Background: an optimization exercise with open tools, aiming at small area, a short achievable clock period and few clock cycles per item. Do not read the settings as production practice.
The RTL was checked by simulation tests, not by an equivalence proof against the original design.

==> module cefu, before the edit <==
module cefu (
    input             clk,
    input             rst,
    input             in_valid,
    output            in_ready,
    input      [1:0]  in_op,
    input      [15:0] in_a,
    input      [15:0] in_b,
    output reg        out_valid,
    output reg [15:0] out_res,
    output reg [15:0] out_res2,
    output            out_z,
    output            out_n,
    output reg        out_v
);
    localparam K   = 3;                 
    localparam NCD = (15 + K - 1) / K;        
    localparam XD  = NCD * K - 15;            
    localparam NCS = (12 + K - 1) / K;        
    localparam QW  = 15 + XD;                 
    localparam NL  = K - XD;                  
    function [15:0] lookup(input [13:0] r, input m, input n);
        reg [7:0] i;
        reg [7:0] f;
        begin
            i = m ? ~r[13:6] : r[13:6];
            f = m ? 8'd64 - {2'b00, r[5:0]} : {2'b00, r[5:0]};
            lookup = {i, n ? 8'd0 - f : f};
        end
    endfunction
    reg          busy;
    reg          sc;      
    reg          sq;      
    reg          early;   
    reg          e_zero;  
    reg          e_v;     
    reg [2:0]    cnt;
    reg [18:0]   t_r;     
    reg [16:0]   d_r;     
    reg [QW-1:0] q_r;     
    reg          neg;     
    reg          neg2;    
    reg [22:0]   e_r;     
    reg [7:0]    fs_r;    
    reg          ns_r;    
    reg          s_fin;   
    reg          sw;      
    wire signed [8:0]  dsg = {1'b0, e_r[7:0]};
    wire signed [7:0]  fs  = fs_r;
    wire signed [16:0] dfs = dsg * fs;
    wire signed [21:0] qsg = {ns_r, e_r[22:8] ^ {15{ns_r}}, 6'd0};
    wire signed [21:0] acc = qsg + dfs + (ns_r ? 22'sd95 : 22'sd32);
    wire [15:0] s_now = acc[21:6];
    wire [7:0]  fs2   = ((neg == neg2) ? 8'd0 - d_r[7:0] : d_r[7:0]) + (neg2 ? 8'hC0 : 8'h40);
    reg [18:0]   t_s [0:K];
    reg [14:0]   rt_s [0:K];    
    reg [QW-1:0] q_s [0:K];
    reg [16:0]   d;
    reg [19:0]   df;
    reg [16:0]   r;
    reg          ge;
    integer      k;
    always @* begin
        t_s[0]  = t_r;
        rt_s[0] = d_r[16:2];
        q_s[0]  = q_r;
        for (k = 0; k < K; k = k + 1) begin
            d  = (k == 0 || !sq) ? d_r : {rt_s[k], 2'b01};
            df = {1'b0, t_s[k]} - {3'b000, d};
            ge = !df[19];
            r  = ge ? df[16:0] : t_s[k][16:0];
            rt_s[k+1] = {rt_s[k][13:0], ge};
            if (sq) begin
                t_s[k+1] = {r, q_s[k][QW-1:QW-2]};
                q_s[k+1] = {q_s[k][QW-3:0], 2'b00};
            end else begin
                t_s[k+1] = {2'b00, r[15:0], 1'b0};
                q_s[k+1] = {q_s[k][QW-2:0], ge};
            end
        end
    end
    wire lastc = sc ? !sw : (early ? !s_fin : cnt == (sq ? NCS - 1 : NCD - 1));
    assign in_ready = !busy || lastc;
    wire accept = in_valid && in_ready;
    assign out_n = out_res[15];
    assign out_z = (out_res == 16'd0);
    wire [15:0] abs_a  = in_a[15] ? 16'd0 - in_a : in_a;
    wire [15:0] abs_b  = in_b[15] ? 16'd0 - in_b : in_b;
    wire        i_neg  = in_a[15] ^ in_b[15];
    wire        i_bz   = (in_b == 16'd0);
    wire        i_div  = (in_op == 2'd1);
    wire        i_sqrt = in_op[1];
    wire        i_sc   = !i_div && !i_sqrt;
    wire [15:0] i_lk   = lookup(in_a[13:0], !in_a[14], in_a[15] ^ in_a[14]);
    wire [14:0] qv = q_s[K][QW-1:XD];
    wire [15:0] qres;
    generate
        if (XD == 0) begin : g_spec
            wire [15:0] x0 = {1'b0, q_s[K-1][13:0], 1'b0};
            wire [15:0] x1 = {1'b0, q_s[K-1][13:0], 1'b1};
            wire [15:0] r0 = neg ? 16'd0 - x0 : x0;
            wire [15:0] r1 = neg ? 16'd0 - x1 : x1;
            assign qres = q_s[K][0] ? r1 : r0;
        end else begin : g_direct
            assign qres = neg ? 16'd0 - {1'b0, qv} : {1'b0, qv};
        end
    endgenerate
    reg  [5:0] s0_t;
    reg  [4:0] s0_d;
    reg  [3:0] s0_r;
    reg  [2:0] s0_q;
    integer    j;
    always @* begin
        s0_r = 4'd0;
        s0_q = 3'd0;
        for (j = 0; j < 3; j = j + 1) begin
            s0_t = {s0_r, in_a[14-2*j], in_a[13-2*j]};
            s0_d = {s0_q, 2'b01};
            if (s0_t >= {1'b0, s0_d}) begin
                s0_r = s0_t - {1'b0, s0_d};
                s0_q = {s0_q[1:0], 1'b1};
            end else begin
                s0_r = s0_t[3:0];
                s0_q = {s0_q[1:0], 1'b0};
            end
        end
    end
    wire        sc_cyc = busy && sc && !sw;
    wire        sw_cyc = busy && sc && sw;
    wire [22:0] rom_e;
    romq_gen u_rom (.i(sc_cyc ? ~d_r[15:8] : sw_cyc ? d_r[15:8] : i_lk[15:8]), .e(rom_e));
    always @(posedge clk) begin
        out_v    <= !s_fin && early && e_v;
        if (sc_cyc)
            out_res2 <= s_now;
        else if (busy && lastc)
            out_res2 <= 16'd0;
        if (s_fin)
            out_res <= s_now;
        else if (early)
            out_res <= e_zero ? 16'h0000 : neg ? 16'h8000 : 16'h7FFF;
        else if (sq)
            out_res <= {1'b0, rt_s[K]};
        else
            out_res <= qres;
        cnt <= cnt + 3'd1;
        q_r <= q_s[K];
        e_r  <= rom_e;
        fs_r <= sc_cyc ? fs2  : sw_cyc ? d_r[7:0] : i_lk[7:0];
        ns_r <= sc_cyc ? neg2 : sw_cyc ? neg      : in_a[15] ^ in_a[14];
        if (!sc) begin
            t_r <= t_s[K];
            d_r <= sq ? {rt_s[K], 2'b01} : d_r;
        end
        if (accept) begin
            sc     <= i_sc;
            sq     <= i_sqrt;
            early  <= i_div ? (abs_a >= abs_b) : (i_sqrt && in_a[15]);
            e_zero <= !i_div || (i_bz && in_a == 16'd0);
            e_v    <= !i_div || i_bz || !(i_neg && abs_a == abs_b);
            cnt    <= 3'd0;
            q_r    <= {in_a[6:0], {(QW-7){1'b0}}};
            neg    <= i_sc ? in_a[15] ^ in_a[14] : i_neg;
            neg2   <= in_a[15];
            t_r    <= i_div ? {2'b00, abs_a, 1'b0} : {13'd0, s0_r, in_a[8:7]};
            d_r    <= i_div ? {1'b0, abs_b} : i_sqrt ? {12'd0, s0_q, 2'b01} : {1'b0, i_lk};
        end
        if (rst) begin
            busy      <= 1'b0;
            out_valid <= 1'b0;
            s_fin     <= 1'b0;
            sw        <= 1'b0;
        end else begin
            s_fin     <= sc_cyc;
            if (accept)
                sw <= i_sc && sc_cyc;
            else
                sw <= 1'b0;
            out_valid <= s_fin || (busy && lastc && !sc);
            if (accept)
                busy <= 1'b1;
            else if (lastc)
                busy <= 1'b0;
        end
    end
endmodule
export LEC_CHECK = 0
export ABC_AREA = 1
export CAP_MARGIN = 5
export CORE_MARGIN = 2
export CORE_UTILIZATION = 30
export CTS_BUF_LIST = sky130_fd_sc_hd__clkbuf_8
export PLACE_DENSITY = 0.6
export SETUP_SLACK_MARGIN = 5
export SLEW_MARGIN = 5
export SYNTH_MEMORY_MAX_BITS = 16384
create_clock -name core_clock -period 12.0 [get_ports {clk}]
run.sh (not shown) runs the stock make flow with config.mk's settings and CLKGATE_MAP_FILE= SYNTH_SCRIPT=/design/flow/synth_recipe.tcl, a recipe that flattens the netlist after the stock synthesis.
The first run completed without violations.
Testbench counts at the start, summed over its fixed seeds: cycles 12,255, ops 4,000.
==> next run, changes <==
--- a/flow/design.v
+++ b/flow/design.v
@@ -41,13 +41,12 @@
     reg          neg;     
     reg          neg2;    
     reg [22:0]   e_r;     
     reg [7:0]    fs_r;    
     reg          ns_r;    
     reg          s_fin;   
-    reg          sw;      
     wire signed [8:0]  dsg = {1'b0, e_r[7:0]};
     wire signed [7:0]  fs  = fs_r;
     wire signed [16:0] dfs = dsg * fs;
     wire signed [21:0] qsg = {ns_r, e_r[22:8] ^ {15{ns_r}}, 6'd0};
     wire signed [21:0] acc = qsg + dfs + (ns_r ? 22'sd95 : 22'sd32);
     wire [15:0] s_now = acc[21:6];
@@ -76,14 +75,14 @@
             end else begin
                 t_s[k+1] = {2'b00, r[15:0], 1'b0};
                 q_s[k+1] = {q_s[k][QW-2:0], ge};
             end
         end
     end
-    wire lastc = sc ? !sw : (early ? !s_fin : cnt == (sq ? NCS - 1 : NCD - 1));
-    assign in_ready = !busy || lastc;
+    wire lastc = sc || (early ? !s_fin : cnt == (sq ? NCS - 1 : NCD - 1));
+    assign in_ready = !busy || (lastc && !(sc && in_op == 2'd0));
     wire accept = in_valid && in_ready;
     assign out_n = out_res[15];
     assign out_z = (out_res == 16'd0);
     wire [15:0] abs_a  = in_a[15] ? 16'd0 - in_a : in_a;
     wire [15:0] abs_b  = in_b[15] ? 16'd0 - in_b : in_b;
     wire        i_neg  = in_a[15] ^ in_b[15];
@@ -122,19 +121,18 @@
             end else begin
                 s0_r = s0_t[3:0];
                 s0_q = {s0_q[1:0], 1'b0};
             end
         end
     end
-    wire        sc_cyc = busy && sc && !sw;
-    wire        sw_cyc = busy && sc && sw;
+    wire        sc_cyc = busy && sc;
     wire [22:0] rom_e;
-    romq_gen u_rom (.i(sc_cyc ? ~d_r[15:8] : sw_cyc ? d_r[15:8] : i_lk[15:8]), .e(rom_e));
+    romq_gen u_rom (.i(sc_cyc ? ~d_r[15:8] : i_lk[15:8]), .e(rom_e));
     always @(posedge clk) begin
         out_v    <= !s_fin && early && e_v;
-        if (sc_cyc)
+        if (busy && sc)
             out_res2 <= s_now;
         else if (busy && lastc)
             out_res2 <= 16'd0;
         if (s_fin)
             out_res <= s_now;
         else if (early)
@@ -143,14 +141,14 @@
             out_res <= {1'b0, rt_s[K]};
         else
             out_res <= qres;
         cnt <= cnt + 3'd1;
         q_r <= q_s[K];
         e_r  <= rom_e;
-        fs_r <= sc_cyc ? fs2  : sw_cyc ? d_r[7:0] : i_lk[7:0];
-        ns_r <= sc_cyc ? neg2 : sw_cyc ? neg      : in_a[15] ^ in_a[14];
+        fs_r <= sc_cyc ? fs2  : i_lk[7:0];
+        ns_r <= sc_cyc ? neg2 : in_a[15] ^ in_a[14];
         if (!sc) begin
             t_r <= t_s[K];
             d_r <= sq ? {rt_s[K], 2'b01} : d_r;
         end
         if (accept) begin
             sc     <= i_sc;
@@ -166,19 +164,14 @@
             d_r    <= i_div ? {1'b0, abs_b} : i_sqrt ? {12'd0, s0_q, 2'b01} : {1'b0, i_lk};
         end
         if (rst) begin
             busy      <= 1'b0;
             out_valid <= 1'b0;
             s_fin     <= 1'b0;
-            sw        <= 1'b0;
         end else begin
-            s_fin     <= sc_cyc;
-            if (accept)
-                sw <= i_sc && sc_cyc;
-            else
-                sw <= 1'b0;
+            s_fin     <= busy && sc;
             out_valid <= s_fin || (busy && lastc && !sc);
             if (accept)
                 busy <= 1'b1;
             else if (lastc)
                 busy <= 1'b0;
         end
The new run ran to the end with no violations.
Global-route usage rose by 0.18 points.
Clock skew stays flat.
Clock-buffer cell count fell by 2.
Wire length fell by 1.2%.
Fmax rose by 1.7%.
Setup slack improves by 120 ps.
Synthesized cell count fell by 1.5%.
Design area is about the same.
Die area fell by 0.84%.
Register-to-register slack degrades by 50 ps.
Non-clock buffer count fell by 8.
Hold slack degrades by 3.8 ps.
Testbench counts after the change, summed over its fixed seeds: cycles 12,255, ops 4,000.

run a:
Another version of the RTL of cefu (not shown whole).
For scale: ~74 I/O pins, ~18000 sq um of cells after synthesis.
==> module cefu, before the edit <==
module cefu (
    input             clk,
    input             rst,
    input             in_valid,
    output            in_ready,
    input      [1:0]  in_op,
    input      [15:0] in_a,
    input      [15:0] in_b,
    output reg        out_valid,
    output reg [15:0] out_res,
    output reg [15:0] out_res2,
    output            out_z,
    output            out_n,
    output reg        out_v
);
    localparam K   = 3;                 
    localparam NCD = (15 + K - 1) / K;        
    localparam XD  = NCD * K - 15;            
    localparam NCS = (12 + K - 1) / K;        
    localparam QW  = 15 + XD;                 
    localparam NL  = K - XD;                  
    function [15:0] lookup(input [13:0] r, input m, input n);
        reg [7:0] i;
        reg [7:0] f;
        begin
            i = m ? ~r[13:6] : r[13:6];
            f = m ? 8'd64 - {2'b00, r[5:0]} : {2'b00, r[5:0]};
            lookup = {i, n ? 8'd0 - f : f};
        end
    endfunction
    reg          busy;
    reg          sc;      
    reg          sq;      
    reg          early;   
    reg          e_zero;  
    reg          e_v;     
    reg [2:0]    cnt;
    reg [18:0]   t_r;     
    reg [16:0]   d_r;     
    reg [QW-1:0] q_r;     
    reg          neg;     
    reg          neg2;    
    reg [22:0]   e_r;     
    reg [7:0]    fs_r;    
    reg          ns_r;    
    reg          s_fin;   
    reg          sw;      
    wire signed [8:0]  dsg = {1'b0, e_r[7:0]};
    wire signed [7:0]  fs  = fs_r;
    wire signed [16:0] dfs = dsg * fs;
    wire signed [21:0] qsg = {ns_r, e_r[22:8] ^ {15{ns_r}}, 6'd0};
    wire signed [21:0] acc = qsg + dfs + (ns_r ? 22'sd95 : 22'sd32);
    wire [15:0] s_now = acc[21:6];
    wire [7:0]  fs2   = ((neg == neg2) ? 8'd0 - d_r[7:0] : d_r[7:0]) + (neg2 ? 8'hC0 : 8'h40);
    reg [18:0]   t_s [0:K];
    reg [14:0]   rt_s [0:K];    
    reg [QW-1:0] q_s [0:K];
    reg [16:0]   d;
    reg [19:0]   df;
    reg [16:0]   r;
    reg          ge;
    integer      k;
    always @* begin
        t_s[0]  = t_r;
        rt_s[0] = d_r[16:2];
        q_s[0]  = q_r;
        for (k = 0; k < K; k = k + 1) begin
            d  = (k == 0 || !sq) ? d_r : {rt_s[k], 2'b01};
            df = {1'b0, t_s[k]} - {3'b000, d};
            ge = !df[19];
            r  = ge ? df[16:0] : t_s[k][16:0];
            rt_s[k+1] = {rt_s[k][13:0], ge};
            if (sq) begin
                t_s[k+1] = {r, q_s[k][QW-1:QW-2]};
                q_s[k+1] = {q_s[k][QW-3:0], 2'b00};
            end else begin
                t_s[k+1] = {2'b00, r[15:0], 1'b0};
                q_s[k+1] = {q_s[k][QW-2:0], ge};
            end
        end
    end
    wire lastc = sc ? !sw : (early ? !s_fin : cnt == (sq ? NCS - 1 : NCD - 1));
    assign in_ready = !busy || lastc;
    wire accept = in_valid && in_ready;
    assign out_n = out_res[15];
    assign out_z = (out_res == 16'd0);
    wire [15:0] abs_a  = in_a[15] ? 16'd0 - in_a : in_a;
    wire [15:0] abs_b  = in_b[15] ? 16'd0 - in_b : in_b;
    wire        i_neg  = in_a[15] ^ in_b[15];
    wire        i_bz   = (in_b == 16'd0);
    wire        i_div  = (in_op == 2'd1);
    wire        i_sqrt = in_op[1];
    wire        i_sc   = !i_div && !i_sqrt;
    wire [15:0] i_lk   = lookup(in_a[13:0], !in_a[14], in_a[15] ^ in_a[14]);
    wire [14:0] qv = q_s[K][QW-1:XD];
    wire [15:0] qres;
    generate
        if (XD == 0) begin : g_spec
            wire [15:0] x0 = {1'b0, q_s[K-1][13:0], 1'b0};
            wire [15:0] x1 = {1'b0, q_s[K-1][13:0], 1'b1};
            wire [15:0] r0 = neg ? 16'd0 - x0 : x0;
            wire [15:0] r1 = neg ? 16'd0 - x1 : x1;
            assign qres = q_s[K][0] ? r1 : r0;
        end else begin : g_direct
            assign qres = neg ? 16'd0 - {1'b0, qv} : {1'b0, qv};
        end
    endgenerate
    reg  [5:0] s0_t;
    reg  [4:0] s0_d;
    reg  [3:0] s0_r;
    reg  [2:0] s0_q;
    integer    j;
    always @* begin
        s0_r = 4'd0;
        s0_q = 3'd0;
        for (j = 0; j < 3; j = j + 1) begin
            s0_t = {s0_r, in_a[14-2*j], in_a[13-2*j]};
            s0_d = {s0_q, 2'b01};
            if (s0_t >= {1'b0, s0_d}) begin
                s0_r = s0_t - {1'b0, s0_d};
                s0_q = {s0_q[1:0], 1'b1};
            end else begin
                s0_r = s0_t[3:0];
                s0_q = {s0_q[1:0], 1'b0};
            end
        end
    end
    wire        sc_cyc = busy && sc && !sw;
    wire        sw_cyc = busy && sc && sw;
    wire [22:0] rom_e;
    romq_gen u_rom (.i(sc_cyc ? ~d_r[15:8] : sw_cyc ? d_r[15:8] : i_lk[15:8]), .e(rom_e));
    always @(posedge clk) begin
        out_v    <= !s_fin && early && e_v;
        if (sc_cyc)
            out_res2 <= s_now;
        else if (busy && lastc)
            out_res2 <= 16'd0;
        if (s_fin)
            out_res <= s_now;
        else if (early)
            out_res <= e_zero ? 16'h0000 : neg ? 16'h8000 : 16'h7FFF;
        else if (sq)
            out_res <= {1'b0, rt_s[K]};
        else
            out_res <= qres;
        cnt <= cnt + 3'd1;
        q_r <= q_s[K];
        e_r  <= rom_e;
        fs_r <= sc_cyc ? fs2  : sw_cyc ? d_r[7:0] : i_lk[7:0];
        ns_r <= sc_cyc ? neg2 : sw_cyc ? neg      : in_a[15] ^ in_a[14];
        t_r <= t_s[K];
        if (!sc && sq)
            d_r <= {rt_s[K], 2'b01};
        if (accept) begin
            sc     <= i_sc;
            sq     <= i_sqrt;
            early  <= i_div ? (abs_a >= abs_b) : (i_sqrt && in_a[15]);
            e_zero <= !i_div || (i_bz && in_a == 16'd0);
            e_v    <= !i_div || i_bz || !(i_neg && abs_a == abs_b);
            cnt    <= 3'd0;
            q_r    <= {in_a[6:0], {(QW-7){1'b0}}};
            neg    <= i_sc ? in_a[15] ^ in_a[14] : i_neg;
            neg2   <= in_a[15];
            t_r    <= i_div ? {2'b00, abs_a, 1'b0} : {13'd0, s0_r, in_a[8:7]};
            d_r    <= i_div ? {1'b0, abs_b} : i_sqrt ? {12'd0, s0_q, 2'b01} : {1'b0, i_lk};
        end
        if (rst) begin
            busy      <= 1'b0;
            out_valid <= 1'b0;
            s_fin     <= 1'b0;
            sw        <= 1'b0;
        end else begin
            s_fin     <= sc_cyc;
            if (accept)
                sw <= i_sc && sc_cyc;
            else
                sw <= 1'b0;
            out_valid <= s_fin || (busy && lastc && !sc);
            if (accept)
                busy <= 1'b1;
            else if (lastc)
                busy <= 1'b0;
        end
    end
endmodule
make LEC_CHECK=0 ABC_AREA=1 CAP_MARGIN=5 CORE_MARGIN=2 CORE_UTILIZATION=40 CTS_BUF_LIST=sky130_fd_sc_hd__clkbuf_8 PLACE_DENSITY=0.7 SETUP_SLACK_MARGIN=5 SLEW_MARGIN=5 SYNTH_MEMORY_MAX_BITS=16384 finish   # period 12.0 ns
Testbench counts of run a, summed over its fixed seeds: cycles 12,255, ops 4,000.
What run b does differently from run a at the input level:
--- a/flow/design.v
+++ b/flow/design.v
@@ -41,13 +41,12 @@
     reg          neg;     
     reg          neg2;    
     reg [22:0]   e_r;     
     reg [7:0]    fs_r;    
     reg          ns_r;    
     reg          s_fin;   
-    reg          sw;      
     wire signed [8:0]  dsg = {1'b0, e_r[7:0]};
     wire signed [7:0]  fs  = fs_r;
     wire signed [16:0] dfs = dsg * fs;
     wire signed [21:0] qsg = {ns_r, e_r[22:8] ^ {15{ns_r}}, 6'd0};
     wire signed [21:0] acc = qsg + dfs + (ns_r ? 22'sd95 : 22'sd32);
     wire [15:0] s_now = acc[21:6];
@@ -76,14 +75,14 @@
             end else begin
                 t_s[k+1] = {2'b00, r[15:0], 1'b0};
                 q_s[k+1] = {q_s[k][QW-2:0], ge};
             end
         end
     end
-    wire lastc = sc ? !sw : (early ? !s_fin : cnt == (sq ? NCS - 1 : NCD - 1));
-    assign in_ready = !busy || lastc;
+    wire lastc = sc || (early ? !s_fin : cnt == (sq ? NCS - 1 : NCD - 1));
+    assign in_ready = !busy || (lastc && !(sc && in_op == 2'd0));
     wire accept = in_valid && in_ready;
     assign out_n = out_res[15];
     assign out_z = (out_res == 16'd0);
     wire [15:0] abs_a  = in_a[15] ? 16'd0 - in_a : in_a;
     wire [15:0] abs_b  = in_b[15] ? 16'd0 - in_b : in_b;
     wire        i_neg  = in_a[15] ^ in_b[15];
@@ -122,19 +121,18 @@
             end else begin
                 s0_r = s0_t[3:0];
                 s0_q = {s0_q[1:0], 1'b0};
             end
         end
     end
-    wire        sc_cyc = busy && sc && !sw;
-    wire        sw_cyc = busy && sc && sw;
+    wire        sc_cyc = busy && sc;
     wire [22:0] rom_e;
-    romq_gen u_rom (.i(sc_cyc ? ~d_r[15:8] : sw_cyc ? d_r[15:8] : i_lk[15:8]), .e(rom_e));
+    romq_gen u_rom (.i(sc_cyc ? ~d_r[15:8] : i_lk[15:8]), .e(rom_e));
     always @(posedge clk) begin
         out_v    <= !s_fin && early && e_v;
-        if (sc_cyc)
+        if (busy && sc)
             out_res2 <= s_now;
         else if (busy && lastc)
             out_res2 <= 16'd0;
         if (s_fin)
             out_res <= s_now;
         else if (early)
@@ -143,17 +141,18 @@
             out_res <= {1'b0, rt_s[K]};
         else
             out_res <= qres;
         cnt <= cnt + 3'd1;
         q_r <= q_s[K];
         e_r  <= rom_e;
-        fs_r <= sc_cyc ? fs2  : sw_cyc ? d_r[7:0] : i_lk[7:0];
-        ns_r <= sc_cyc ? neg2 : sw_cyc ? neg      : in_a[15] ^ in_a[14];
-        t_r <= t_s[K];
-        if (!sc && sq)
-            d_r <= {rt_s[K], 2'b01};
+        fs_r <= sc_cyc ? fs2  : i_lk[7:0];
+        ns_r <= sc_cyc ? neg2 : in_a[15] ^ in_a[14];
+        if (!sc) begin
+            t_r <= t_s[K];
+            d_r <= sq ? {rt_s[K], 2'b01} : d_r;
+        end
         if (accept) begin
             sc     <= i_sc;
             sq     <= i_sqrt;
             early  <= i_div ? (abs_a >= abs_b) : (i_sqrt && in_a[15]);
             e_zero <= !i_div || (i_bz && in_a == 16'd0);
             e_v    <= !i_div || i_bz || !(i_neg && abs_a == abs_b);
@@ -165,19 +164,14 @@
             d_r    <= i_div ? {1'b0, abs_b} : i_sqrt ? {12'd0, s0_q, 2'b01} : {1'b0, i_lk};
         end
         if (rst) begin
             busy      <= 1'b0;
             out_valid <= 1'b0;
             s_fin     <= 1'b0;
-            sw        <= 1'b0;
         end else begin
-            s_fin     <= sc_cyc;
-            if (accept)
-                sw <= i_sc && sc_cyc;
-            else
-                sw <= 1'b0;
+            s_fin     <= busy && sc;
             out_valid <= s_fin || (busy && lastc && !sc);
             if (accept)
                 busy <= 1'b1;
             else if (lastc)
                 busy <= 1'b0;
         end
### Flow results
- Compared with run a, in run b fill cell total of the finished layout went down about 3.6%; worst hold-check slack went up 5.7 ps; total of clock buffers placed in the layout went down 2; post-synthesis cell count went down 113; post-route standard cell area excluding fillers went up about 0.64%.
- Compared with run a, in run b worst setup slack moved up, area share of xor/xnor cells in the synthesized design shows an increase of 0.29 points, wire length of the first global-routing pass saw an increase, data arrival time of the worst path lost 2780 ps, sequential share of layout area went up 0.75 points.
- Run b has completed all stages; timing, DRC and antenna checks passed.
- [compare] base=run a new=run b: register-to-register slack went down 160 ps; number of sequential cells in the layout went down about 0.8%.
Testbench counts of run b, summed over its fixed seeds: cycles 12,255, ops 4,000.

[separate check: timing with driven ports]
Ports are ideal in the flow. The routed layouts listed here were re-timed in OpenROAD.
Step 1, drivers: a clkbuf_16 drives clk and a buf_2 each remaining input, both assumed.
Step 2 adds t to the input delays and takes it off the output delays; t is the mean of the earliest and latest rising clock arrival at the registers after step 1. Input paths then give back, and output paths get back, about the clock's delay inside the block.
a / b / c = no drivers / after step 1 / after step 2; a / b = the first two.
run	shift t [ns]	slack for setup (ns)	worst register clock-pin slew, ns
the first run of note 1	0.556	5.088 / 5.109 / 4.553	0.09 / 0.09
the second run of note 1	0.528	5.206 / 5.179 / 5.121	0.09 / 0.09
run a	0.538	5.122 / 5.148 / 4.610	0.10 / 0.10
run b	0.523	5.200 / 5.164 / 4.999	0.09 / 0.09
After both steps every run listed still meets setup and hold. The setup slack of the first run of note 1, which loses most, moves by +0.021 ns with the drivers and by -0.535 ns with both steps.
